What follows belongs to an exercise in optimizing a design on an open flow for small area, a short achievable clock period and few clock cycles per item; a production flow would make more cautious choices.
In this exercise RTL edits were held to simulation tests only and were not proved equivalent to the original.

## flow/design.v (module list and top-level ports; edited modules follow where they fit)
// module geo_booth_enc: 14 lines
// module geo_lane_tree: 1902 lines
// module geo_lane_sum: 409 lines
// module geo_col_tree: 1843 lines
// module geo_col_sum: 465 lines
// module geo_combo: 936 lines
// module geo_div2: 999 lines
// module geo_sub33: 228 lines
// module geo_aff2: 497 lines
// module geo_aff1: 390 lines
// module geo_corr: 272 lines
module geo_corr (
    input  wire         clk,
    input  wire         rst,
    input  wire [31:0]  a0, a1, a2,
    input  wire [31:0]  b0, b1, b2,
    input  wire [31:0]  zofs, zgain,
    input  wire [31:0]  fxmin, fymin, fxmax, fymax,
    input  wire         in_valid,
    output reg          in_ready,
    input  wire [31:0]  in_x, in_y, in_z,
    output reg          out_valid,
    output reg  [31:0]  out_x, out_y, out_z,
    output reg  [2:0]   out_sat,
    output wire         mem_req,
    output wire [12:0]  mem_addr,
    input  wire [95:0]  mem_rdata
);
  // ...
==> flow/flow/run.sh <==
#!/bin/bash
# Layout: the standard ORFS flow (standard.sh: unchanged synthesis and steps, the design's
# clock and constraints), with two optimisation settings passed to it:
#  - the buffers that buffer_ports puts on every input and output port are
#    sky130_fd_sc_hd__buf_2 instead of the flow's default (a 10 um2 delay buffer);
#  - repair_timing aims for 16.3 ns of setup slack, so that it shortens the critical paths
#    (the clock period stays the design's).
set -euo pipefail
export BUFFER_PORTS_ARGS="-buffer_cell sky130_fd_sc_hd__buf_2"
export SETUP_SLACK_MARGIN=16.3
bash standard.sh > standard.log 2>&1
==> flow/standard.sh <==
#!/bin/bash
# synth_recipe.tcl (not shown) runs the flow's synth.tcl, then flattens the netlist and writes it again
# the make line also repeats each setting of config.mk as NAME=value (left out here)
make -C /OpenROAD-flow-scripts/flow DESIGN_CONFIG=/design/flow/config.mk WORK_HOME=/design/flow/orfs CLKGATE_MAP_FILE= SYNTH_SCRIPT=/design/flow/synth_recipe.tcl "${@:-finish}"
==> flow/config.mk <==
export PLATFORM = sky130hd
export DESIGN_NAME = geo_corr
export DESIGN_NICKNAME = geo_corr
export VERILOG_FILES = /design/flow/design.v
export SDC_FILE = /design/flow/constraint.sdc
export NUM_CORES = 8
export LEC_CHECK = 0
export ABC_AREA = 1
export CAP_MARGIN = 20
export CORE_MARGIN = 2
export CORE_UTILIZATION = 40
export CTS_CLUSTER_DIAMETER = 120
export CTS_CLUSTER_SIZE = 18
export PLACE_DENSITY = 0.6
export SLEW_MARGIN = 20
==> flow/constraint.sdc <==
create_clock -name core_clock -period 22.0 [get_ports {clk}]
set_input_delay 4.4000 -clock core_clock [delete_from_list [all_inputs] [get_ports {clk}]]
set_output_delay 4.4000 -clock core_clock [all_outputs]
set_load 0.01 [all_outputs]
==> impl_metrics.py, run 1 <==
metrics = {
    "global_route": {
        "grt_start_max_net_pins": 139,
        "grt-busiest-layer": "met2",
    },
    "worst_setup_path": {
        "cpMaxStageDelayCell": "dfxtp_4",
        "end_kind": "output pin",
    },
    "clocking": {
        "hold_buffers": 0,
        "cts_tree": "built",
        "root_buffer": "clkbuf_16",
        "clockBufferDepth": 4,
        "numCtsBuffers": 183,
        "cts_setup_buffers": 0,
    },
    "timing": {
        "setup_ws_ns": 16.06,
        "fin_hold_ws_ns": 0.250,
        "post-route-period-util_pct": 27.0,
        "finalSetupViolations": 0,
        "timing.setup.tns_ns": 0,
    },
    "place": {
        "place_inst": 29400,
        "port_buffers": 693,
    },
    "yosys": {
        "yosysTopAreaCell": "fa_1",
        "seq_area_frac_synth_pct": 27.7,
        "synth_compound_area_share_pct": 11.1,
        "yosysTopAreaCellShare_pct": 24.2,
        "synthTopCellsByArea": "fa_1, dfxtp_1, xor2_1",
        "muxShareOfSynthArea_pct": 0.111,
        "syn_nets": 27100,
    },
    "min_path": {
        "worstHoldEndpoint": "wring[2][30]",
    },
    "route": {
        "drc": 0,
        "dr_wl_met2_mm": 326,
        "drt_first_iter_violations": 18000,
        "wl_met3_mm": 79.9,
    },
    "layout": {
        "multi_input_gates": 14700,
        "antennaDiodeCount": 18,
        "dominant_cells": "multi-input combinational cells",
    },
    "run_status": {
        "status": "complete, no violations",
    },
}
Testbench counts, summed over its fixed seeds: cycles 33,824, items 2,048.
==> run 2: changes to the inputs <==
==> flow/run.sh (new file) <==
#!/bin/bash
# synth_recipe.tcl (not shown) runs the flow's synth.tcl, then flattens the netlist and writes it again
# the make line also repeats each setting of config.mk as NAME=value (left out here)
make -C /OpenROAD-flow-scripts/flow DESIGN_CONFIG=/design/flow/config.mk WORK_HOME=/design/flow/orfs CLKGATE_MAP_FILE= SYNTH_SCRIPT=/design/flow/synth_recipe.tcl finish
removed: flow/flow/run.sh
removed: flow/standard.sh
==> run 2 against run 1 <==
First-iteration DRC count fell by 3.6%. Via count is essentially flat. Sequential cell count unchanged. Global-route usage increased by 0.32 points. Synthesized cell count unchanged. Critical path type unchanged. Largest cell class unchanged.
==> impl_metrics.py, run 2 <==
metrics = {
    "run_status": {
        "status": "complete, no violations",
    },
    "clocking": {
        "clockBufferDepth": 4,
        "htreeDepth": 4,
        "post_cts_resize_count": 0,
        "clock_latency_ns": 1.01,
        "cts_tree": "built",
        "clock_sinks": 2650,
        "root_buffer": "clkbuf_16",
        "hold_buffers": 0,
        "numCtsBuffers": 183,
        "cts_setup_buffers": 0,
        "clk_pin_slew_ns": 0.07,
    },
    "timing": {
        "hold_viol": 0,
        "maxSlewHeadroom_pct": 12.5,
        "post-route-period-util_pct": 29.3,
        "fin_crit_ns": 6.44,
        "drv_slew": 0,
        "timing.setup.tns_ns": 0,
        "rsz0062_at_grt": "false",
        "finalSetupViolations": 0,
        "worstMarginPinSlew_ns": 1.30,
        "clock_skew_ns": 0.0977,
        "max_freq_ghz": 0.155,
    },
    "yosys": {
        "netlist_area_mm2": 0.210,
        "synth_cells": 22800,
        "syn_nets": 27100,
        "yosys_warnings": 3,
        "synth_top_flop_cell": "dfxtp_1",
        "synth_seq_cells": 2650,
        "seq_area_frac_synth_pct": 27.7,
        "synth_common_cells": "inv_1, nand2_1, xor2_1",
        "synth_most_common_cell": "inv_1",
        "yosysTopAreaCellShare_pct": 24.2,
        "synthTopCellsByArea": "fa_1, dfxtp_1, xor2_1",
        "synth_area_per_cell_um2": 9.21,
        "synth.distinct_cells": 77,
        "yosysTopAreaCell": "fa_1",
        "synth-edff-count": 511,
        "synthArstFlopShare_pct": 0,
    },
    "die": {
        "start_util_pct": 40.1,
        "die_height_um": 728,
        "design.die.area_mm2": 0.531,
        "core_area_mm2": 0.524,
        "fp.dieW_um": 728,
        "rows": 266,
        "ioPinCount": 694,
    },
    "layout": {
        "layout_common_cells": "inv_1, nand2_1, xor2_1",
        "finalNetCount": 27000,
        "reg_top3": "g_lane.lac (192), g_lane.las (192), wy (128)",
        "area_growth_pct": 9.10,
        "layout_commonest_cell": "inv_1",
        "drive_gt1_share_pct": 3.98,
    },
    "place": {
        "hpwl_mm": 521,
        "port_buffers": 693,
        "gp_congestion": 0.948,
    },
    "job": {
        "maxCapViolCount": 0,
    },
    "route": {
        "wl_per_cell_um": 25.1,
        "ant_nets": 0,
        "drt_first_iter_violations": 17400,
        "vias_per_cell": 5.55,
        "drc": 0,
        "first_pass_iters": 9,
        "routed-via-count": 165000,
        "wl_mm": 746,
    },
    "global_route": {
        "grt_pass1_wl_mm": 1100,
        "grt_start_max_net_pins": 89,
        "grt_usage_pct": 27.6,
        "antenna_found_initial": 37,
        "grt_pass1_vias": 169000,
        "gr-total-overflow": 0,
    },
    "worst_setup_path": {
        "cp_data_required_time_ns": 17.60,
        "crit_path_start": "ma_ok",
        "r2r_end": "csr[33]",
        "reg2reg_slack_ns": 15.90,
        "crit_arrival_ns": 2.04,
        "crit_type": "flip-flop to output pin",
        "reg2regPathDepth": 16,
        "r2r_start": "cs[1]",
        "start_kind": "flip-flop",
        "end_kind": "output pin",
        "critPathCapture": "mem_addr[7]",
        "crit_fanout": 8,
    },
    "min_path": {
        "hold_path_class": "flip-flop to flip-flop",
    },
}
==> run 2: cell count changes in the layout (fill, tap and decap cells not counted), sizes merged <==
cell           change
nand3              -1
buf              -677
clkdlybuf4s50    +692
inv                -1
clkinv             +3
bufinv             -2
diode              -6
==> run 2: how the worst min path moves through the flow <==
stage	startpoint	endpoint	slack (ns)	depth (start not counted)
5_1_grt	wring[0][24]	wring[1][24]	0.25	0
3_5_place_dp	gd1[4]	gd2[4]	0.31	0
6_report	wring[0][24]	wring[1][24]	0.27	0
3_3_place_gp	wring[1][4]	wring[2][4]	0.31	0
4_1_cts	wring[0][24]	wring[1][24]	0.27	0
2_1_floorplan	gd1[0]	gd2[0]	0.31	0
==> run 2: area by class of cell <==
class	instances	area, µm²
clock inverter	38	541
inverter	4066	15300
antenna	12	30.0
tap	6968	8720
sequential	2650	58300
timing repair buffer	1088	9940
clock buffer	261	4940
fill	51100	295000
multi-input combinational	14700	131000
==> run 2: logic make-up after synthesis <==
group                    share of synthesized area (%)
buffers and inverters                             9.81
AO/OA/AOI/OAI                                     11.1
multiplexers                                     0.111
adder cells (fa/ha/maj)                           31.4
AND/OR/NAND/NOR                                   8.52
flip-flops                                        27.7
XOR/XNOR                                          11.4
==> run 2: metal layers <==
layer | wire (µm) | GRT usage, % | vias to the layer above
met5 | 105 | 0.0363 | -
met4 | 49100 | 14.6 | 16
met3 | 78300 | 6.86 | 2360
met2 | 332000 | 43.5 | 9264
met1 | 287000 | 34.8 | 81400
li1 | - | - | 72300
==> run 2: stage by stage <==
| stage | area, µm² | hold slack [ns] | std cells | setup WS, ns | utilization [%] |
|---|---|---|---|---|---|
| floorplan | 210000 | 0.310 | 22800 | 16.67 | - |
| global placement | 223000 | 0.310 | 29500 | 15.21 | 42.7 |
| detailed placement | 224000 | 0.312 | 29500 | 15.19 | 42.7 |
| CTS | 229000 | 0.270 | 29800 | 15.45 | 43.7 |
| global route | 229000 | 0.251 | 29800 | 15.37 | 43.7 |
| finish | 229000 | 0.266 | 29800 | 15.56 | 43.7 |
==> run 2: worst max-delay path, stage by stage (launching register included) <==
cell	delay (ns)
dfxtp_1	0.37
a21boi_0	0.18
clkdlybuf4s50_1	0.56
==> module geo_corr, before the edit <==
module geo_corr (
    input  wire         clk,
    input  wire         rst,
    input  wire [31:0]  a0, a1, a2,
    input  wire [31:0]  b0, b1, b2,
    input  wire [31:0]  zofs, zgain,
    input  wire [31:0]  fxmin, fymin, fxmax, fymax,
    input  wire         in_valid,
    output reg          in_ready,
    input  wire [31:0]  in_x, in_y, in_z,
    output reg          out_valid,
    output reg  [31:0]  out_x, out_y, out_z,
    output reg  [2:0]   out_sat,
    output wire         mem_req,
    output wire [12:0]  mem_addr,
    input  wire [95:0]  mem_rdata
);
    localparam HL = 46;
    reg [HL:1] h;
    reg [1:0] ph;                        
    wire acc = in_valid & in_ready;
    always @(posedge clk) begin
        if (rst) begin
            h <= 0;
            in_ready <= 1'b1;
        end else begin
            h <= {h[HL-1:1], acc};
            in_ready <= ~acc & ~|h[14:1] & ((ph == 2'd3) | ~|h[HL-1:15]);
        end
        ph <= acc ? 2'd1 : ph + 2'd1;
    end
    reg [31:0] a0r, a1r, a2r, b0r, b1r, b2r, zofsr, zgainr;
    reg [31:0] fxminr, fyminr, fxmaxr, fymaxr;
    always @(posedge clk) begin
        a0r <= a0; a1r <= a1; a2r <= a2; b0r <= b0; b1r <= b1; b2r <= b2;
        zofsr <= zofs; zgainr <= zgain;
        fxminr <= fxmin; fyminr <= fymin; fxmaxr <= fxmax; fymaxr <= fymax;
    end
    reg [31:0] xr, yr, zr;
    reg [2:0] dxr, dyr, dzr;
    function [2:0] bdec(input [2:0] y);      
        bdec = {y[2], (y[2] & ~y[1] & ~y[0]) | (~y[2] & y[1] & y[0]), y[1] ^ y[0]};
    endfunction
    always @(posedge clk) begin
        if (acc) begin
            xr <= in_x; yr <= in_y; zr <= in_z;
            dxr <= bdec({in_x[1:0], 1'b0});
            dyr <= bdec({in_y[1:0], 1'b0});
            dzr <= bdec({in_z[1:0], 1'b0});
        end else begin
            xr <= {{2{xr[31]}}, xr[31:2]}; yr <= {{2{yr[31]}}, yr[31:2]}; zr <= {{2{zr[31]}}, zr[31:2]};
            dxr <= bdec(xr[3:1]);
            dyr <= bdec(yr[3:1]);
            dzr <= bdec(zr[3:1]);
        end
    end
    wire [32:0] wxn, wyn, nxn, nyn, fxn, fyn;
    geo_sub33 u_wx (.a(fxmaxr), .b(fxminr), .v(wxn));
    geo_sub33 u_wy (.a(fymaxr), .b(fyminr), .v(wyn));
    geo_sub33 u_nx (.a(xr), .b(fxminr), .v(nxn));
    geo_sub33 u_ny (.a(yr), .b(fyminr), .v(nyn));
    geo_sub33 u_fx (.a(xr), .b(fxmaxr), .v(fxn));
    geo_sub33 u_fy (.a(yr), .b(fymaxr), .v(fyn));
    reg [31:0] wxr, wyr;                
    always @(posedge clk) begin
        wxr <= wxn[31:0];
        wyr <= wyn[31:0];
    end
    reg [31:0] remx, remy;
    reg [21:0] qx, qy;
    reg nx_neg, ny_neg, zx, zy, fux, fuy;
    wire [31:0] r2x, r2y;
    wire b1x, b2x, b1y, b2y;
    geo_div2 u_dx (.rem(remx), .d(wxr), .r(r2x), .b1(b1x), .b2(b2x));
    geo_div2 u_dy (.rem(remy), .d(wyr), .r(r2y), .b1(b1y), .b2(b2y));
    always @(posedge clk) begin
        if (h[1]) begin
            remx <= nxn[31:0]; remy <= nyn[31:0];
            nx_neg <= nxn[32]; ny_neg <= nyn[32];
            fux <= ~fxn[32]; fuy <= ~fyn[32];
        end else begin
            remx <= r2x; remy <= r2y;
        end
        if (h[2]) begin
            zx <= nx_neg | (wxr == 32'd0);
            zy <= ny_neg | (wyr == 32'd0);
        end
        if (|h[12:2]) begin
            qx <= {qx[19:0], b1x, b2x};
            qy <= {qy[19:0], b1y, b2y};
        end
    end
    wire [6:0]  ix = zx ? 7'd0 : fux ? 7'd64 : {1'b0, qx[21:16]};
    wire [6:0]  iy = zy ? 7'd0 : fuy ? 7'd64 : {1'b0, qy[21:16]};
    wire [15:0] fx = (zx | fux) ? 16'd0 : qx[15:0];
    wire [15:0] fy = (zy | fuy) ? 16'd0 : qy[15:0];
    reg  [6:0]  ixr, iyr;
    reg  [15:0] fxr, fyr;
    always @(posedge clk) begin
        if (h[13]) begin
            ixr <= ix; iyr <= iy; fxr <= fx; fyr <= fy;
        end
    end
    reg [35:0] hsx, hsy, hsz;
    reg [5:0] lox, loy, loz;
    wire [35:0] nsx, nsy, nsz;
    geo_aff2 u_ax (.h(hsx), .clr(h[1]), .d1(dxr), .m1(a1r), .d2(dyr), .m2(a2r), .v(nsx));
    geo_aff2 u_ay (.h(hsy), .clr(h[1]), .d1(dxr), .m1(b1r), .d2(dyr), .m2(b2r), .v(nsy));
    geo_aff1 u_az (.h(hsz), .clr(h[1]), .d1(dzr), .m1(zgainr), .v(nsz));
    always @(posedge clk) begin
        hsx <= {{2{nsx[35]}}, nsx[35:2]}; lox <= {nsx[1:0], lox[5:2]};
        hsy <= {{2{nsy[35]}}, nsy[35:2]}; loy <= {nsy[1:0], loy[5:2]};
        hsz <= {{2{nsz[35]}}, nsz[35:2]}; loz <= {nsz[1:0], loz[5:2]};
    end
    reg [38:0] hox, hoy, hoz;
    always @(posedge clk) begin
        if (h[17]) begin
            hox <= {hsx[33:0], lox[5:1]};
            hoy <= {hsy[33:0], loy[5:1]};
            hoz <= {hsz[33:0], loz[5:1]};
        end
    end
    reg [3:0] rc;
    reg signed [7:0] cx0, cx, cy;
    reg rd_on;
    reg [12:0] ma;
    reg ma_ok;                           
    reg mrq;
    wire signed [7:0] cxn = h[23] ? $signed({1'b0, ixr}) - 8'sd1 :
                            (rc[1:0] == 2'd3) ? cx0 : cx + 8'sd1;
    wire signed [7:0] cyn = h[23] ? $signed({1'b0, iyr}) - 8'sd1 :
                            (rc[1:0] == 2'd3) ? cy + 8'sd1 : cy;
    wire [6:0] colc = cxn < 0 ? 7'd0 : cxn > 64 ? 7'd64 : cxn[6:0];
    wire [6:0] rowc = cyn < 0 ? 7'd0 : cyn > 64 ? 7'd64 : cyn[6:0];
    always @(posedge clk) begin
        if (rst) begin
            mrq <= 1'b0;
            rd_on <= 1'b0;
        end else begin
            if (h[23]) begin
                rd_on <= 1'b1; mrq <= 1'b1;
            end else if (rd_on && rc == 4'd15) begin
                rd_on <= 1'b0; mrq <= 1'b0;
            end
        end
        rc <= h[23] ? 4'd0 : rc + 4'd1;
        if (h[23]) cx0 <= cxn;
        cx <= cxn; cy <= cyn;
        ma <= man;
        ma_ok <= ~(man[12] & man[7]);
    end
    wire [12:0] man = {rowc, 6'd0} + {6'd0, rowc} + {6'd0, colc};
    assign mem_req = mrq;
    assign mem_addr = {ma[12], ma[11:8] & {4{~ma[12]}}, ma[7] & ~(ma[12] & ma_ok), ma[6:0] & {7{ma_ok}}};
    reg [33:0] rr0, rr1, rr2;            
    wire [33:0] rn0, rn1, rn2;
    wire rdone = h[30] | h[34] | h[38] | h[42];
    wire pload = h[13] | h[17] | h[21] | h[25];
    wire pslot = h[14] | h[18] | h[22] | h[26];
    reg [31:0] f2x, f2y;                 
    wire [31:0] pmop = h[13] ? {16'd0, fx} : h[17] ? {16'd0, fyr} : h[21] ? f2x : f2y;
    wire [15:0] pmdg = h[13] ? fx : (h[17] | h[25]) ? fyr : fxr;
    always @(posedge clk) begin
        rr0 <= pload ? {2'b00, pmop} : rdone ? rn0 : rr1;
        rr1 <= rdone ? rn1 : rr2;
        rr2 <= rn2;
    end
    reg [1:0] cs, cl;
    wire [1:0] cl_n = h[30] ? 2'd0 : (cs == 2'd3) ? cl + 2'd1 : cl;
    reg [31:0] wy [0:3];
    wire [15:0] cone_n, ctwo_n, cneg_n;
    geo_booth_enc u_ce (.w(pload ? {16'd0, pmdg} : wy[cl_n]), .one(cone_n), .two(ctwo_n), .neg(cneg_n));
    reg [15:0] cone, ctwo, cneg;         
    reg cfirst, cpm;
    always @(posedge clk) begin
        cs <= h[30] ? 2'd0 : cs + 2'd1;
        cl <= cl_n;
        cone <= cone_n; ctwo <= ctwo_n; cneg <= cneg_n;
        cfirst <= (cl_n == 2'd0) & ~pload;
        cpm <= pload;
    end
    wire [38:0] hoc = (cs == 2'd0) ? hox : (cs == 2'd1) ? hoy : hoz;
    wire [31:0] oc  = (cs == 2'd0) ? a0r : (cs == 2'd1) ? b0r : zofsr;
    reg [67:0] gd1, gd2, gd3;            
    wire [67:0] grow = cpm ? 68'd0 : cfirst ? {hoc[38:1], 30'd0} : gd3;
    wire [67:0] ccs, ccc;
    geo_col_tree u_ct (.one(cone), .two(ctwo), .neg(cneg), .r(rr0), .g(grow), .oc(oc),
                       .hb0(hoc[0]), .first(cfirst), .s(ccs), .c(ccc));
    reg [67:0] csr, ccr;
    wire [67:0] csum;
    geo_col_sum u_cs (.s(csr), .c(ccr), .v(csum));
    always @(posedge clk) begin
        csr <= ccs; ccr <= ccc;
        gd1 <= csum; gd2 <= gd1; gd3 <= gd2;
        if (h[15]) f2x <= csum[31:0];
        if (h[19]) f2y <= csum[31:0];
    end
    reg [15:0] pw_f;  reg [31:0] pw_2;  reg [47:0] pw_3;
    reg [1:0] ck;
    reg [7:0] kd;                        
    wire [1:0] ck_n = (h[23] | h[27]) ? 2'd0 : ck + 2'd1;
    always @(posedge clk) begin
        if (h[23] | h[27]) begin
            pw_f <= h[27] ? fyr : fxr; pw_2 <= h[27] ? f2y : f2x; pw_3 <= csum[47:0];
        end
        ck <= ck_n;
        kd <= {ck_n == 2'd0 || ck_n == 2'd3, ck_n == 2'd1 || ck_n == 2'd3, ck_n == 2'd1 || ck_n == 2'd2,
               ck_n == 2'd0 || ck_n == 2'd2, ck_n == 2'd3, ck_n == 2'd2, ck_n == 2'd1, ck_n == 2'd0};
    end
    wire [31:0] cwn;
    geo_combo u_cb (.kd(kd), .f3(pw_3), .f2(pw_2), .f(pw_f), .w(cwn));
    reg [31:0] cw;                       
    always @(posedge clk) cw <= cwn;
    always @(posedge clk) begin
        if (h[29]) wy[0] <= cw;
        if (h[30]) wy[1] <= cw;
        if (h[31]) wy[2] <= cw;
        if (h[32]) wy[3] <= cw;
    end
    reg [31:0] wring [0:3];
    reg [3:0] pc;
    wire [31:0] wuse = (pc < 4'd4) ? cw : wring[3];
    wire [15:0] lone_n, ltwo_n, lneg_n;
    geo_booth_enc u_le (.w(wuse), .one(lone_n), .two(ltwo_n), .neg(lneg_n));
    reg [15:0] lone0, ltwo0, lneg0, lone1, ltwo1, lneg1;
    reg first0, first1;                  
    wire firstn = (pc[1:0] == 2'd0);
    always @(posedge clk) begin
        pc <= h[24] ? 4'd0 : pc + 4'd1;
        wring[0] <= wuse; wring[1] <= wring[0]; wring[2] <= wring[1]; wring[3] <= wring[2];
        lone0 <= lone_n;  ltwo0 <= ltwo_n;  lneg0 <= lneg_n;  first0 <= firstn;
        lone1 <= ~lone_n; ltwo1 <= ~ltwo_n; lneg1 <= ~lneg_n; first1 <= ~firstn;
    end
    reg [95:0] nreg;
    always @(posedge clk) nreg <= mem_rdata;
    genvar g;
    generate for (g = 0; g < 3; g = g + 1) begin : g_lane
        reg [63:0] las, lac;
        wire [63:0] ts, tc;
        wire [33:0] rn;
        wire [15:0] one = (g == 0) ? lone0 : ~lone1;
        wire [15:0] two = (g == 0) ? ltwo0 : ~ltwo1;
        wire [15:0] neg = (g == 0) ? lneg0 : ~lneg1;
        wire        fst = (g == 0) ? first0 : ~first1;
        geo_lane_tree u_t (.one(one), .two(two), .neg(neg), .n(nreg[32*g +: 32]),
                           .as_(las), .ac_(lac), .first(fst), .s(ts), .c(tc));
        geo_lane_sum u_s (.s(las), .c(lac), .r(rn));
        always @(posedge clk) begin
            las <= ts; lac <= tc;
        end
        if (g == 0) assign rn0 = rn;
        if (g == 1) assign rn1 = rn;
        if (g == 2) assign rn2 = rn;
    end endgenerate
    function [32:0] satf(input [67:0] v);
        begin
            if (v[67] == 1'b0 && v[66:61] != 6'd0)
                satf = {1'b1, 32'h7FFF_FFFF};
            else if (v[67] == 1'b1 && v[66:61] != 6'h3F)
                satf = {1'b1, 32'h8000_0000};
            else
                satf = {1'b0, v[61:30]};
        end
    endfunction
    wire [32:0] sxo = satf(gd2), syo = satf(gd1), szo = satf(csum);
    always @(posedge clk) begin
        if (rst) out_valid <= 1'b0;
        else out_valid <= h[46];
        out_x <= sxo[31:0]; out_y <= syo[31:0]; out_z <= szo[31:0];
        out_sat <= {szo[32], syo[32], sxo[32]};
    end
endmodule
==> run 3: changes to the inputs <==
--- a/flow/design.v
+++ b/flow/design.v
@@ -7770,6 +7770,4 @@
         end
-        if (|h[12:2]) begin
-            qx <= {qx[19:0], b1x, b2x};
-            qy <= {qy[19:0], b1y, b2y};
-        end
+        qx <= {qx[19:0], b1x, b2x};
+        qy <= {qy[19:0], b1y, b2y};
     end
@@ -7807,3 +7805,2 @@
     reg signed [7:0] cx0, cx, cy;
-    reg rd_on;
     reg [12:0] ma;
@@ -7820,9 +7817,7 @@
             mrq <= 1'b0;
-            rd_on <= 1'b0;
         end else begin
-            if (h[23]) begin
-                rd_on <= 1'b1; mrq <= 1'b1;
-            end else if (rd_on && rc == 4'd15) begin
-                rd_on <= 1'b0; mrq <= 1'b0;
-            end
+            if (h[23])
+                mrq <= 1'b1;
+            else if (mrq && rc == 4'd15)
+                mrq <= 1'b0;
         end
@@ -7851,6 +7846,8 @@
     reg [1:0] cs, cl;
+    wire [1:0] cs_n = h[30] ? 2'd0 : cs + 2'd1;
     wire [1:0] cl_n = h[30] ? 2'd0 : (cs == 2'd3) ? cl + 2'd1 : cl;
     reg [31:0] wy [0:3];
+    wire [1:0] wyi = cs_n - cl_n;
     wire [15:0] cone_n, ctwo_n, cneg_n;
-    geo_booth_enc u_ce (.w(pload ? {16'd0, pmdg} : wy[cl_n]), .one(cone_n), .two(ctwo_n), .neg(cneg_n));
+    geo_booth_enc u_ce (.w(pload ? {16'd0, pmdg} : wy[wyi]), .one(cone_n), .two(ctwo_n), .neg(cneg_n));
     reg [15:0] cone, ctwo, cneg;         
@@ -7858,3 +7855,3 @@
     always @(posedge clk) begin
-        cs <= h[30] ? 2'd0 : cs + 2'd1;
+        cs <= cs_n;
         cl <= cl_n;
@@ -7897,6 +7894,4 @@
     always @(posedge clk) begin
-        if (h[29]) wy[0] <= cw;
-        if (h[30]) wy[1] <= cw;
-        if (h[31]) wy[2] <= cw;
-        if (h[32]) wy[3] <= cw;
+        wy[0] <= (h[29] | h[30] | h[31] | h[32]) ? cw : wy[3];
+        wy[1] <= wy[0]; wy[2] <= wy[1]; wy[3] <= wy[2];
     end
==> flow/flow/run.sh (new file) <==
#!/bin/bash
# Layout: the standard ORFS flow (standard.sh: unchanged synthesis and steps, the design's
# clock and constraints), with two optimisation settings passed to it:
#  - the buffers that buffer_ports puts on every input and output port are
#    sky130_fd_sc_hd__buf_2 instead of the flow's default (a 10 um2 delay buffer);
#  - repair_timing aims for 16 ns of setup slack, so that it shortens the critical paths
#    (the clock period stays the design's).
set -euo pipefail
export BUFFER_PORTS_ARGS="-buffer_cell sky130_fd_sc_hd__buf_2"
export SETUP_SLACK_MARGIN=16
bash standard.sh > standard.log 2>&1
==> flow/standard.sh (new file) <==
#!/bin/bash
# synth_recipe.tcl (not shown) runs the flow's synth.tcl, then flattens the netlist and writes it again
# the make line also repeats each setting of config.mk as NAME=value (left out here)
make -C /OpenROAD-flow-scripts/flow DESIGN_CONFIG=/design/flow/config.mk WORK_HOME=/design/flow/orfs CLKGATE_MAP_FILE= SYNTH_SCRIPT=/design/flow/synth_recipe.tcl "${@:-finish}"
removed: flow/run.sh
==> run 3 against run 2 <==
Routed wire length is 0.16% higher. Clock skew increased by 0.051 ns. First-iteration DRC count increased by 1.3%. Via count is 0.49% higher. Critical path depth shrank 1. Register-to-register slack gained 0.20 ns. Count of clock-buffer cells in the layout down 9. Final cell count is 0.33% higher. Synthesized cell count increased by 0.63%. Design area decreased by 2.0%. Non-clock buffer count down 17. Fmax is 8.8% higher.
==> impl_metrics.py, run 3 <==
metrics = {
    "yosys": {
        "synth_common_cells": "inv_1, nand2_1, fa_1, xor2_1, dfxtp_1",
        "netlist_area_mm2": 0.209,
        "syn_nets": 27300,
        "synth.distinct_cells": 75,
        "synthTopCellsByArea": "fa_1, dfxtp_1, xor2_1",
        "synth_area_per_cell_um2": 9.11,
        "yosys_warnings": 3,
        "yosysTopAreaCellShare_pct": 24.3,
        "synthArstFlopShare_pct": 0,
        "synth_seq_cells": 2650,
        "synth-edff-count": 339,
        "yosysTopAreaCell": "fa_1",
        "synth_top_flop_cell": "dfxtp_1",
        "synth_most_common_cell": "inv_1",
        "synth_cells": 22900,
        "seq_area_frac_synth_pct": 27.0,
    },
    "timing": {
        "finalSetupViolations": 0,
        "max_freq_ghz": 0.169,
        "post-route-period-util_pct": 26.9,
        "clock_skew_ns": 0.149,
        "worstMarginPinSlew_ns": 1.34,
        "timing.setup.tns_ns": 0,
        "rsz0062_at_grt": "true",
        "setup_ws_ns": 16.08,
        "drv_slew": 0,
        "fin_crit_ns": 5.92,
        "maxSlewHeadroom_pct": 10.8,
        "hold_viol": 0,
    },
    "layout": {
        "finalNetCount": 27100,
        "multiInputGateArea_mm2": 0.132,
        "seq_area_mm2": 0.0566,
        "fin_util_pct": 43.1,
        "fill_cells": 51000,
        "reg_top3": "g_lane.lac (192), g_lane.las (192), wy (128)",
        "layout_common_cells": "inv_1, nand2_1, fa_1",
        "finalInstanceArea_mm2": 0.224,
        "layout_commonest_cell": "inv_1",
        "drive_gt1_share_pct": 7.14,
        "area_growth_pct": 7.45,
    },
    "job": {
        "maxCapViolCount": 0,
    },
    "worst_setup_path": {
        "critical_path.cell_chain": "buf_6",
        "slowest_delay_ns": 0.44,
        "reg2regPathDepth": 12,
        "path_buf_inv": 1,
        "cp_data_required_time_ns": 17.60,
        "r2r_start": "lneg1[5]",
        "r2r_end": "g_lane[2].las[38]",
        "start_kind": "flip-flop",
        "reg2reg_slack_ns": 16.10,
        "crit_fanout": 1,
        "path_delay_family": "flip-flops",
        "end_kind": "output pin",
        "crit_arrival_ns": 1.52,
        "crit_type": "flip-flop to output pin",
        "cpMaxStageDelayCell": "dfxtp_4",
    },
    "min_path": {
        "worstHoldEndpoint": "wring[3][16]",
        "worstHoldStart": "wring[2][16]",
        "hold-path-cell-count": 0,
        "hold_path_class": "flip-flop to flip-flop",
    },
    "run_status": {
        "status": "complete, no violations",
    },
    "clocking": {
        "clock_sinks": 2650,
        "root_buffer": "clkbuf_16",
        "clock_latency_ns": 1.05,
        "hold_buffers": 0,
        "numCtsBuffers": 187,
        "cts_tree": "built",
        "htreeDepth": 4,
        "clk_pin_slew_ns": 0.08,
        "clockBufferDepth": 4,
    },
    "route": {
        "wl_mm": 747,
        "first_pass_iters": 10,
        "drc": 0,
        "ant_nets": 0,
        "routed-via-count": 166000,
        "drt_first_iter_violations": 17600,
        "vias_per_cell": 5.56,
        "wl_per_cell_um": 25.0,
    },
    "die": {
        "design.die.area_mm2": 0.528,
        "ioPinCount": 694,
        "fp.dieW_um": 727,
        "start_util_pct": 40.1,
        "die_height_um": 727,
        "rows": 265,
        "core_area_mm2": 0.521,
    },
    "place": {
        "gp_congestion": 0.933,
        "place_area_mm2": 0.219,
        "port_buffers": 693,
        "hpwl_mm": 525,
        "pre_cts_slack_ns": 15.45,
    },
    "global_route": {
        "gr-total-overflow": 0,
        "grt_pass1_wl_mm": 1100,
        "grt_usage_pct": 27.7,
        "grt_pass1_vias": 169000,
        "antenna_found_initial": 51,
        "grt_start_max_net_pins": 135,
    },
}
## run 3: cell count changes in the layout (fill, tap and decap cells not counted), moves of 21 or more
cell / before / now
edfxtp_1: 511 / 339
nand3_1: 436 / 534
nand2_1: 2811 / 2851
a21oi_1: 575 / 554
clkdlybuf4s50_1: 692 / 0
o21ai_1: 22 / 43
buf_2: 1 / 692
a22oi_1: 47 / 22
dfxtp_1: 2076 / 2243
## run 3: cell families (layout without fill, tap and decap cells)
family | after synthesis | in the layout | synth area share (%)
and+or+nand+nor | 4542 | 4542 | 8.91
DFF | 2650 | 2650 | 27.0
buffers and inverters | 5466 | 5430 | 9.94
muxes | 9 | 9 | 0.0443
AOI/OAI and AO/OA | 3785 | 3785 | 11.1
xor gates and xnor gates | 2735 | 2735 | 11.5
other | 0 | 32 | 0
adders and majority gates | 3742 | 3742 | 31.5
## run 3: through the flow
step | hold slack [ns] | std cells
3_3_place_gp | 0.310 | 29500
2_1_floorplan | 0.310 | 22900
6_report | 0.201 | 29900
4_1_cts | 0.216 | 29800
3_5_place_dp | 0.312 | 29500
5_1_grt | 0.212 | 29900
## run 3: cell type report
| type | count | share of cell area, % |
|---|---|---|
| flip-flops and latches | 2650 | 25.2 |
| diodes | 32 | 0.0357 |
| repair buffers | 1071 | 2.83 |
| inverters | 4065 | 6.81 |
| well taps | 6942 | 3.87 |
| clock inverters | 42 | 0.286 |
| multi-input cells | 14800 | 58.7 |
| clock buffers | 252 | 2.23 |
## run 3: worst max path at each step
stage                          from     endpoint  slack [ns]  depth (start not counted)
after floorplan            in_valid       zr[29]       16.67                          6
after global placement     in_valid       dzr[1]       15.50                          6
after detailed placement   in_valid       dxr[1]       15.45                          6
after CTS                 out_valid    out_valid       15.88                          1
after global routing          ma_ok  mem_addr[1]       15.97                          3
final                     out_valid    out_valid       16.08                          1
## run 3: timing repair
item	in CTS	in global routing
setup endpoints to repair	12	20
buffers inserted	1	0
pin swaps	1	0
gates resized for setup	9	6
## run 3: routing by layer
| layer | track usage (%) | vias up | share of wire, % |
|---|---|---|---|
| li1 | - | 72400 | - |
| met1 | 34.9 | 81700 | 38 |
| met2 | 43.4 | 9431 | 44 |
| met3 | 6.89 | 2596 | 10 |
| met4 | 15.4 | 10 | 6.9 |
| met5 | 0.381 | - | 0.044 |
Testbench counts of run 3, summed over its fixed seeds: cycles 33,824, items 2,048.
==> run 4: changes to the inputs <==
--- a/flow/design.v
+++ b/flow/design.v
@@ -7832,3 +7832,3 @@
     assign mem_addr = {ma[12], ma[11:8] & {4{~ma[12]}}, ma[7] & ~(ma[12] & ma_ok), ma[6:0] & {7{ma_ok}}};
-    reg [33:0] rr0, rr1, rr2;            
+    reg [33:0] rr0, rr1;                 
     wire [33:0] rn0, rn1, rn2;
@@ -7842,4 +7842,3 @@
         rr0 <= pload ? {2'b00, pmop} : rdone ? rn0 : rr1;
-        rr1 <= rdone ? rn1 : rr2;
-        rr2 <= rn2;
+        rr1 <= rdone ? rn1 : rn2;        
     end
@@ -7902,4 +7901,4 @@
     geo_booth_enc u_le (.w(wuse), .one(lone_n), .two(ltwo_n), .neg(lneg_n));
-    reg [15:0] lone0, ltwo0, lneg0, lone1, ltwo1, lneg1;
-    reg first0, first1;                  
+    reg [15:0] lone0, ltwo0, lneg0, lone1, ltwo1, lneg1, lone2, ltwo2, lneg2;
+    reg first0, first1, first2;          
     wire firstn = (pc[1:0] == 2'd0);
@@ -7910,5 +7909,10 @@
         lone1 <= ~lone_n; ltwo1 <= ~ltwo_n; lneg1 <= ~lneg_n; first1 <= ~firstn;
+        lone2 <= lone0;   ltwo2 <= ltwo0;   lneg2 <= lneg0;   first2 <= first0;
     end
     reg [95:0] nreg;
-    always @(posedge clk) nreg <= mem_rdata;
+    reg [31:0] n2d;                      
+    always @(posedge clk) begin
+        nreg <= mem_rdata;
+        n2d <= nreg[95:64];
+    end
     genvar g;
@@ -7918,7 +7922,8 @@
         wire [33:0] rn;
-        wire [15:0] one = (g == 0) ? lone0 : ~lone1;
-        wire [15:0] two = (g == 0) ? ltwo0 : ~ltwo1;
-        wire [15:0] neg = (g == 0) ? lneg0 : ~lneg1;
-        wire        fst = (g == 0) ? first0 : ~first1;
-        geo_lane_tree u_t (.one(one), .two(two), .neg(neg), .n(nreg[32*g +: 32]),
+        wire [15:0] one = (g == 0) ? lone0 : (g == 1) ? ~lone1 : lone2;
+        wire [15:0] two = (g == 0) ? ltwo0 : (g == 1) ? ~ltwo1 : ltwo2;
+        wire [15:0] neg = (g == 0) ? lneg0 : (g == 1) ? ~lneg1 : lneg2;
+        wire        fst = (g == 0) ? first0 : (g == 1) ? ~first1 : first2;
+        wire [31:0] nd  = (g == 2) ? n2d : nreg[32*g +: 32];
+        geo_lane_tree u_t (.one(one), .two(two), .neg(neg), .n(nd),
                            .as_(las), .ac_(lac), .first(fst), .s(ts), .c(tc));
==> run 4 against run 3 <==
Utilization about the same. Synthesized cell count about the same. Routed wire length decreased by 3.0%. Area after synthesis grew 0.31%. Global-route usage decreased by 0.84 points. Critical endpoint is now mem_addr[7]. Design area grew 0.23%.
==> impl_metrics.py, run 4 <==
metrics = {
    "run_status": {
        "status": "complete, no violations",
    },
    "die": {
        "die_height_um": 728,
        "design.die.area_mm2": 0.530,
        "core_area_mm2": 0.521,
        "fp.dieW_um": 728,
        "rows": 265,
        "ioPinCount": 694,
        "start_util_pct": 40.2,
    },
    "timing": {
        "timing.setup.tns_ns": 0,
        "post-route-period-util_pct": 27.2,
        "finalSetupViolations": 0,
        "rsz0062_at_grt": "true",
        "maxSlewHeadroom_pct": 20.1,
        "drv_slew": 0,
        "max_freq_ghz": 0.167,
        "worstMarginPinSlew_ns": 1.20,
        "fin_crit_ns": 5.98,
        "hold_viol": 0,
        "clock_skew_ns": 0.102,
    },
    "layout": {
        "finalInstanceArea_mm2": 0.225,
        "area_growth_pct": 7.37,
        "reg_top3": "g_lane.lac (192), g_lane.las (192), wy (128)",
        "layout_commonest_cell": "inv_1",
        "finalNetCount": 27200,
        "drive_gt1_share_pct": 7.08,
        "layout_common_cells": "inv_1, nand2_1, xor2_1",
    },
    "worst_setup_path": {
        "cp_data_required_time_ns": 17.60,
        "crit_fanout": 8,
        "start_kind": "flip-flop",
        "end_kind": "output pin",
        "crit_type": "flip-flop to output pin",
        "crit_arrival_ns": 1.58,
    },
    "global_route": {
        "grt_start_max_net_pins": 81,
        "antenna_found_initial": 61,
        "gr-total-overflow": 0,
        "grt_pass1_wl_mm": 1070,
        "grt_pass1_vias": 167000,
        "grt_usage_pct": 26.8,
    },
    "yosys": {
        "yosys_warnings": 3,
        "synth_seq_cells": 2680,
        "netlist_area_mm2": 0.210,
        "synth.distinct_cells": 82,
        "yosysTopAreaCell": "fa_1",
        "synth_area_per_cell_um2": 9.13,
        "synth_top_flop_cell": "dfxtp_1",
        "synthTopCellsByArea": "fa_1, dfxtp_1, xor2_1",
        "seq_area_frac_synth_pct": 27.2,
        "synthArstFlopShare_pct": 0,
        "synth_common_cells": "inv_1, nand2_1, xor2_1",
        "synth_cells": 22900,
        "synth_most_common_cell": "inv_1",
        "syn_nets": 27300,
        "synth-edff-count": 339,
        "yosysTopAreaCellShare_pct": 24.3,
    },
    "clocking": {
        "htreeDepth": 4,
        "clk_pin_slew_ns": 0.08,
        "clock_latency_ns": 0.98,
        "numCtsBuffers": 181,
        "clockBufferDepth": 4,
        "clock_sinks": 2680,
        "cts_tree": "built",
        "root_buffer": "clkbuf_16",
    },
    "place": {
        "port_buffers": 693,
        "gp_congestion": 0.947,
        "place_area_mm2": 0.219,
        "hpwl_mm": 530,
    },
    "route": {
        "ant_nets": 0,
        "wl_per_cell_um": 24.3,
        "first_pass_iters": 9,
        "routed-via-count": 164000,
        "wl_mm": 725,
        "drc": 0,
        "drt_first_iter_violations": 17700,
        "vias_per_cell": 5.48,
    },
    "job": {
        "maxCapViolCount": 0,
    },
    "min_path": {
        "hold_path_class": "flip-flop to flip-flop",
    },
}
==> run 4: cell types whose count changed after synthesis, moves of 15 or more <==
cell / before / now
buf_2: 72 / 43
dfxtp_1: 2311 / 2341
buf_1: 313 / 213
nand3_1: 535 / 435
nor2_1: 829 / 900
nor3_1: 60 / 79
clkbuf_1: 986 / 1080
o21ai_1: 39 / 21
o21bai_1: 51 / 31
o21ai_0: 469 / 550
a21o_1: 102 / 87
inv_1: 3977 / 4009
nand2_1: 2852 / 2788
==> run 4: final timing paths <==
check	startpoint	end	depth (start not counted)	slack, ns
worst max-delay path	ma_ok	mem_addr[7]	2	16.02
worst min-delay path	wring[1][20]	wring[2][20]	0	0.28
worst min register to register	wring[1][20]	wring[2][20]	0	0.28
worst max register to register	lone0[9]	g_lane[0].las[30]	11	16.18
==> run 4: kinds of logic (layout without fill, tap and decap cells) <==
| family | Yosys count | in the layout | share of synthesized area [%] |
|---|---|---|---|
| multiplexers | 11 | 11 | 0.0549 |
| buffers and inverters | 5470 | 5458 | 9.93 |
| AO/OA/AOI/OAI | 3810 | 3810 | 11.1 |
| flip-flops | 2680 | 2680 | 27.2 |
| other | 0 | 17 | 0 |
| adder cells (fa/ha/maj) | 3741 | 3741 | 31.4 |
| XOR/XNOR | 2744 | 2744 | 11.5 |
| AND/OR/NAND/NOR | 4484 | 4484 | 8.78 |
==> run 4: cell type report <==
class	instances	area, µm²
Inverter	4097	15400
Sequential cell	2680	57100
Tap cell	6942	8690
Clock buffer	251	4910
Timing Repair Buffer	1079	6470
Antenna cell	17	42.5
Clock inverter	30	477
Multi-Input combinational cell	14800	132000
Fill cell	50900	296000
Timing Repair inverter	1	5.00
==> run 4: worst max-delay path: stages (launching register included) <==
cell	delay (ns)
dfxtp_4	0.38
a21boi_1	0.14
buf_2	0.14
==> run 4: stage by stage <==
step                hold WS [ns]  utilization, %  setup slack [ns]  cells
floorplan                  0.310               -             16.66  22900
global placement           0.310            42.1             15.10  29600
detailed placement         0.312            42.1             15.08  29600
CTS                        0.292            43.1             15.94  29900
global route               0.307            43.2             15.93  29900
finish                     0.285            43.2             16.02  29900
==> run 4: routing by layer <==
metal	part of all wire [%]	global-route usage, %	up-vias
li1	-	-	72500
met1	40	35.4	80200
met2	43	41.0	8801
met3	11	6.96	2173
met4	5.8	12.6	30
met5	0.042	0.127	-
==> run 4: timing repair <==
item	4_1_cts	5_1_grt
buffers inserted	1	0
hold buffers	0	0
resized for setup	15	20
pin swaps	1	2
cloned	0	1
setup endpoints to repair	15	47
Testbench counts of run 4, summed over its fixed seeds: cycles 33,824, items 2,048.
==> run 5: changes to the inputs <==
--- a/flow/design.v
+++ b/flow/design.v
@@ -7703,3 +7703,5 @@
     reg [1:0] ph;                        
-    wire acc = in_valid & in_ready;
+    reg rdy_n;                           
+    wire acc = in_valid & ~rdy_n;
+    wire rdy_next = ~acc & ~|h[14:1] & ((ph == 2'd3) | ~|h[HL-1:15]);
     always @(posedge clk) begin
@@ -7708,5 +7710,7 @@
             in_ready <= 1'b1;
+            rdy_n <= 1'b0;
         end else begin
             h <= {h[HL-1:1], acc};
-            in_ready <= ~acc & ~|h[14:1] & ((ph == 2'd3) | ~|h[HL-1:15]);
+            in_ready <= rdy_next;
+            rdy_n <= ~rdy_next;
         end
==> run 5 against run 4 <==
Still clean on timing, DRC and antenna. Sequential cell count is 1 higher. Final cell count rose by 0.25%. Count of clock-buffer cells in the layout shrank 10. Die area is essentially flat. Sequential share of layout area is essentially flat. Worst hold slack better by 0.0035 ns. Setup slack better by 0.0021 ns. Design area is 0.13% higher. Critical endpoint unchanged.
==> impl_metrics.py, run 5 <==
metrics = {
    "run_status": {
        "status": "complete, no violations",
    },
    "clocking": {
        "clockBufferDepth": 4,
        "root_buffer": "clkbuf_16",
        "numCtsBuffers": 187,
        "hold_buffers": 0,
        "clk_pin_slew_ns": 0.08,
        "cts_tree": "built",
        "clock_latency_ns": 0.98,
        "htreeDepth": 4,
        "clock_sinks": 2681,
    },
    "global_route": {
        "grt_start_max_net_pins": 88,
        "antenna_found_initial": 64,
        "grt_pass1_vias": 168000,
        "gr-total-overflow": 0,
        "grt_pass1_wl_mm": 1080,
        "grt_usage_pct": 27.1,
    },
    "timing": {
        "drv_slew": 0,
        "finalSetupViolations": 0,
        "rsz0062_at_grt": "true",
        "maxSlewHeadroom_pct": 16.4,
        "clock_skew_ns": 0.0692,
        "timing.setup.tns_ns": 0,
        "fin_crit_ns": 5.98,
        "worstMarginPinSlew_ns": 1.24,
        "hold_viol": 0,
        "setup_ws_ns": 16.02,
        "max_freq_ghz": 0.167,
        "post-route-period-util_pct": 27.2,
    },
    "layout": {
        "fill_cells": 51100,
        "drive_gt1_share_pct": 6.99,
        "finalInstanceArea_mm2": 0.225,
        "layout_common_cells": "inv_1, nand2_1, xor2_1",
        "reg_top3": "g_lane.lac (192), g_lane.las (192), wy (128)",
        "layout_commonest_cell": "inv_1",
        "area_growth_pct": 7.49,
        "finalNetCount": 27200,
    },
    "yosys": {
        "yosys_warnings": 3,
        "synthTopCellsByArea": "fa_1, dfxtp_1, xor2_1",
        "synth.distinct_cells": 80,
        "seq_area_frac_synth_pct": 27.2,
        "synth_top_flop_cell": "dfxtp_1",
        "syn_nets": 27300,
        "synth_seq_cells": 2681,
        "yosysTopAreaCell": "fa_1",
        "synthArstFlopShare_pct": 0,
        "synth-edff-count": 339,
        "synth_cells": 23000,
        "netlist_area_mm2": 0.210,
        "yosysTopAreaCellShare_pct": 24.2,
        "synth_common_cells": "inv_1, nand2_1, xor2_1",
        "synth_most_common_cell": "inv_1",
        "synth_area_per_cell_um2": 9.11,
    },
    "place": {
        "hpwl_mm": 529,
        "place_area_mm2": 0.219,
        "port_buffers": 693,
        "pre_cts_slack_ns": 14.88,
        "gp_congestion": 0.954,
    },
    "route": {
        "drt_first_iter_violations": 16800,
        "routed-via-count": 165000,
        "wl_mm": 732,
        "wl_per_cell_um": 24.4,
        "drc": 0,
        "vias_per_cell": 5.49,
        "ant_nets": 0,
        "first_pass_iters": 9,
    },
    "worst_setup_path": {
        "reg2reg_slack_ns": 16.34,
        "crit_type": "flip-flop to output pin",
        "crit_fanout": 8,
        "end_kind": "output pin",
        "start_kind": "flip-flop",
        "cp_data_required_time_ns": 17.60,
        "crit_arrival_ns": 1.58,
    },
    "die": {
        "die_height_um": 728,
        "core_area_mm2": 0.521,
        "ioPinCount": 694,
        "fp.dieW_um": 728,
        "design.die.area_mm2": 0.530,
        "rows": 265,
        "start_util_pct": 40.2,
    },
    "job": {
        "maxCapViolCount": 0,
    },
    "min_path": {
        "hold_path_class": "flip-flop to flip-flop",
    },
}
run 5: cell count changes in the layout (fill, tap and decap cells not counted), moves of 11 or more:
cell / change
clkbuf_1: -13
inv_1: +34
nand2_2: -16
nor3_1: -14
nand3_1: +17
o21ai_1: +11
buf_4: +11
nand2_1: +30
or2_2: -11
run 5: cell families (layout without fill, tap and decap cells):
logic type | after synthesis | count (layout) | synth area share (%)
multiplexers | 11 | 11 | 0.0549
AO/OA/AOI/OAI | 3835 | 3835 | 11.1
XOR/XNOR | 2737 | 2737 | 11.4
adder cells (fa/ha/maj) | 3741 | 3741 | 31.4
buffers and inverters | 5506 | 5509 | 9.99
other | 0 | 23 | 0
flip-flops | 2681 | 2681 | 27.2
AND/OR/NAND/NOR | 4483 | 4483 | 8.71
run 5: stage by stage:
stage / util (%) / hold slack (ns) / instances
final: 43.2 / 0.288 / 30000
after global routing: 43.2 / 0.327 / 29900
after CTS: 43.2 / 0.310 / 29900
after detailed placement: 42.1 / 0.312 / 29700
after global placement: 42.1 / 0.310 / 29700
after floorplan: - / 0.310 / 23000
run 5: final timing paths:
check	end	start	depth (start not counted)
max	mem_addr[7]	ma_ok	2
min	wring[2][20]	wring[1][20]	0
max reg2reg	g_lane[2].las[37]	n2d[31]	12
min reg2reg	wring[2][20]	wring[1][20]	0
run 5: worst max-delay path, cell delays in order (launching register included):
cell and delay [ns]:
dfxtp_4 0.37, a21boi_1 0.11, buf_2 0.14
run 5: routing by layer:
layer	wire, µm	vias up	track usage [%]
met5	313	-	0.0726
met4	43400	42	13.2
met3	77600	2310	7.31
met2	324000	8798	42.4
met1	287000	80700	34.7
li1	-	72700	-
run 5: cell type report:
type / count / area (µm²) / share of cell area, %
Multi-Input combinational cell: 14800 / 132000 / 58.5
Sequential cell: 2681 / 57100 / 25.4
Inverter: 4134 / 15500 / 6.90
Tap cell: 6942 / 8690 / 3.86
Timing Repair Buffer: 1090 / 6480 / 2.88
Clock buffer: 241 / 4940 / 2.19
Clock inverter: 44 / 672 / 0.298
Antenna cell: 23 / 57.6 / 0.0256
run 5: timing repair:
| item | 4_1_cts | 5_1_grt |
|---|---|---|
| hold endpoints to repair | 0 | 0 |
| endpoints found under the setup margin | 24 | 25 |
| gates resized for setup | 12 | 12 |
| setup buffers | 0 | 0 |
| pin swaps | 6 | 3 |
Testbench counts of run 5, summed over its fixed seeds: cycles 33,824, items 2,048.
==> run 6: changes to the inputs <==
--- a/flow/flow/run.sh
+++ b/flow/flow/run.sh
@@ -5,3 +5,3 @@
 #    sky130_fd_sc_hd__buf_2 instead of the flow's default (a 10 um2 delay buffer);
-#  - repair_timing aims for 16 ns of setup slack, so that it shortens the critical paths
+#  - repair_timing aims for 16.3 ns of setup slack, so that it shortens the critical paths
 #    (the clock period stays the design's).
@@ -9,3 +9,3 @@
 export BUFFER_PORTS_ARGS="-buffer_cell sky130_fd_sc_hd__buf_2"
-export SETUP_SLACK_MARGIN=16
+export SETUP_SLACK_MARGIN=16.3
 bash standard.sh > standard.log 2>&1
==> run 6 against run 5 <==
Area after synthesis is the same. Design area is 0.36% higher. Setup slack got worse by 0.0034 ns. Still clean. Via count about the same.
==> impl_metrics.py, run 6 <==
metrics = {
    "run_status": {
        "status": "complete, no violations",
    },
    "worst_setup_path": {
        "slowest_delay_ns": 0.36,
        "cp_num_cells": 2,
        "crit_path_start": "ma[12]",
        "cp_data_required_time_ns": 17.60,
        "path_buf_inv": 1,
        "reg2regPathDepth": 11,
        "path_delay_family": "flip-flops",
        "crit_arrival_ns": 1.59,
        "crit_type": "flip-flop to output pin",
        "r2r_start": "cneg[3]",
        "start_kind": "flip-flop",
        "reg2reg_slack_ns": 16.44,
        "end_kind": "output pin",
        "r2r_end": "csr[39]",
        "crit_fanout": 6,
        "cpMaxStageDelayCell": "dfxtp_4",
        "critPathCapture": "mem_addr[7]",
        "critical_path.cell_chain": "a21boi_1 > buf_2",
    },
    "global_route": {
        "gr-total-overflow": 0,
        "grt_usage_pct": 27.1,
        "antenna_found_initial": 65,
        "grt_pass1_vias": 169000,
        "grt_pass1_wl_mm": 1080,
        "grt_start_max_net_pins": 88,
    },
    "yosys": {
        "synth-edff-count": 339,
        "synthTopCellsByArea": "fa_1, dfxtp_1, xor2_1",
        "seq_area_frac_synth_pct": 27.2,
        "synthArstFlopShare_pct": 0,
        "synth_cells": 23000,
        "synth_common_cells": "inv_1, nand2_1, xor2_1",
        "yosys_warnings": 3,
        "synth_seq_cells": 2681,
        "yosysTopAreaCellShare_pct": 24.2,
        "synth_area_per_cell_um2": 9.11,
        "synth_top_flop_cell": "dfxtp_1",
        "synth.distinct_cells": 80,
        "synth_most_common_cell": "inv_1",
        "syn_nets": 27300,
        "netlist_area_mm2": 0.210,
        "yosysTopAreaCell": "fa_1",
    },
    "place": {
        "gp_congestion": 0.954,
        "hpwl_mm": 529,
        "place_area_mm2": 0.219,
        "port_buffers": 693,
    },
    "timing": {
        "finalSetupViolations": 0,
        "max_freq_ghz": 0.167,
        "clock_skew_ns": 0.0670,
        "post-route-period-util_pct": 27.2,
        "drv_slew": 0,
        "worstMarginPinSlew_ns": 1.19,
        "timing.setup.tns_ns": 0,
        "rsz0062_at_grt": "true",
        "maxSlewHeadroom_pct": 20.3,
        "hold_viol": 0,
        "fin_crit_ns": 5.99,
    },
    "layout": {
        "finalNetCount": 27200,
        "area_growth_pct": 7.88,
        "layout_common_cells": "inv_1, nand2_1, xor2_1",
        "reg_top3": "g_lane.lac (192), g_lane.las (192), wy (128)",
        "drive_gt1_share_pct": 7.42,
        "finalInstanceArea_mm2": 0.226,
        "layout_commonest_cell": "inv_1",
    },
    "clocking": {
        "clk_pin_slew_ns": 0.08,
        "clockBufferDepth": 4,
        "clock_sinks": 2681,
        "hold_buffers": 0,
        "root_buffer": "clkbuf_16",
        "htreeDepth": 4,
        "clock_latency_ns": 0.98,
        "cts_tree": "built",
        "numCtsBuffers": 187,
    },
    "die": {
        "design.die.area_mm2": 0.530,
        "rows": 265,
        "ioPinCount": 694,
        "core_area_mm2": 0.521,
        "die_height_um": 728,
        "fp.dieW_um": 728,
        "start_util_pct": 40.2,
    },
    "route": {
        "ant_nets": 0,
        "vias_per_cell": 5.50,
        "drc": 0,
        "wl_mm": 733,
        "wl_per_cell_um": 24.5,
        "first_pass_iters": 8,
        "drt_first_iter_violations": 16600,
        "routed-via-count": 165000,
    },
    "min_path": {
        "worstHoldStart": "wring[1][20]",
        "hold_path_class": "flip-flop to flip-flop",
    },
    "job": {
        "maxCapViolCount": 0,
    },
}
run 6: layout make-up:
| cell class | count | area [µm²] |
|---|---|---|
| diodes | 23 | 57.6 |
| clock buffers | 241 | 4940 |
| clock inverters | 44 | 672 |
| fillers | 51000 | 295000 |
| inverters | 4134 | 15600 |
| multi-input cells | 14800 | 132000 |
| flip-flops and latches | 2681 | 57300 |
| well taps | 6942 | 8690 |
| repair buffers | 1095 | 7150 |
run 6: kinds of logic after synthesis:
logic type / count (synthesis) / synth area share [%]
fa+ha+maj: 3741 / 31.4
buf+inv: 5506 / 9.99
xor+xnor: 2737 / 11.4
mux: 11 / 0.0549
simple gates: 4483 / 8.71
compound gates: 3835 / 11.1
flops: 2681 / 27.2
run 6: repair_timing:
item                                    CTS  global route
resized for setup                       236            37
setup buffers                             1             4
pin swaps                                 6             2
endpoints found under the setup margin  165           171
run 6: worst reg2reg max path: cells and delay by family, from the launching register on:
| kind | cells | cell delay [ns] |
|---|---|---|
| fa+ha+maj | 6 | 3.30 |
| buf+inv | 4 | 0.88 |
| flops | 1 | 0.97 |
| xor+xnor | 1 | 0.35 |
run 6: worst min-delay path by stage:
stage,cells after the start,to,slack (ns)
after detailed placement,0,gd2[12],0.31
final,0,wring[2][20],0.29
after global placement,0,gd3[15],0.31
after global routing,0,wring[2][3],0.33
after CTS,0,loy[2],0.31
after floorplan,0,gd2[0],0.31
run 6: metal layers:
metal / part of all wire [%] / vias up / GRT usage, %
met2: 44 / 8844 / 42.4
met1: 39 / 80800 / 34.7
met4: 6.0 / 42 / 13.1
li1: - / 72700 / -
met5: 0.042 / - / 0.0726
met3: 11 / 2341 / 7.29
run 6: stage by stage:
| stage | hold slack (ns) | util (%) | worst slack (ns) | std cells |
|---|---|---|---|---|
| final | 0.289 | 43.4 | 16.01 | 30000 |
| after global routing | 0.327 | 43.4 | 15.93 | 29900 |
| after CTS | 0.310 | 43.3 | 15.92 | 29900 |
| after detailed placement | 0.312 | 42.1 | 14.88 | 29700 |
| after global placement | 0.310 | 42.1 | 14.85 | 29700 |
| after floorplan | 0.310 | - | 16.42 | 23000 |

-- separate check: timing with driven ports --
No port has a modelled driver above. Below, the same layouts with a new extraction and two added sets of constraints.
Step 1, drivers: a clkbuf_16 drives clk and a buf_2 each remaining input, both assumed.
Step 2, shift: input delay + t, output delay - t, t = (earliest + latest rising clock arrival at the registers) / 2. This alone moves slack from input paths to output paths.
Slacks: ideal ports / drivers / drivers and shift; pairs: ideal ports / drivers.
run	t, ns	setup WS [ns]	worst setup path at the end	pins driven straight from the clock port
run 1	1.091	16.065 / 15.935 / 15.547	input to register	1
run 2	1.094	15.557 / 15.425 / 15.208	input to register	1
run 3	1.087	16.081 / 15.963 / 15.370	input to register	1
run 4	1.061	16.016 / 15.879 / 15.336	input to register	1
run 5	1.075	16.018 / 15.892 / 15.227	input to register	1
run 6	1.073	16.015 / 15.887 / 15.365	input to register	1
After both steps setup and hold are still met in every run listed. For run 5, which loses most, drivers alone change the setup slack by -0.126 ns; drivers and shift together by -0.791 ns.
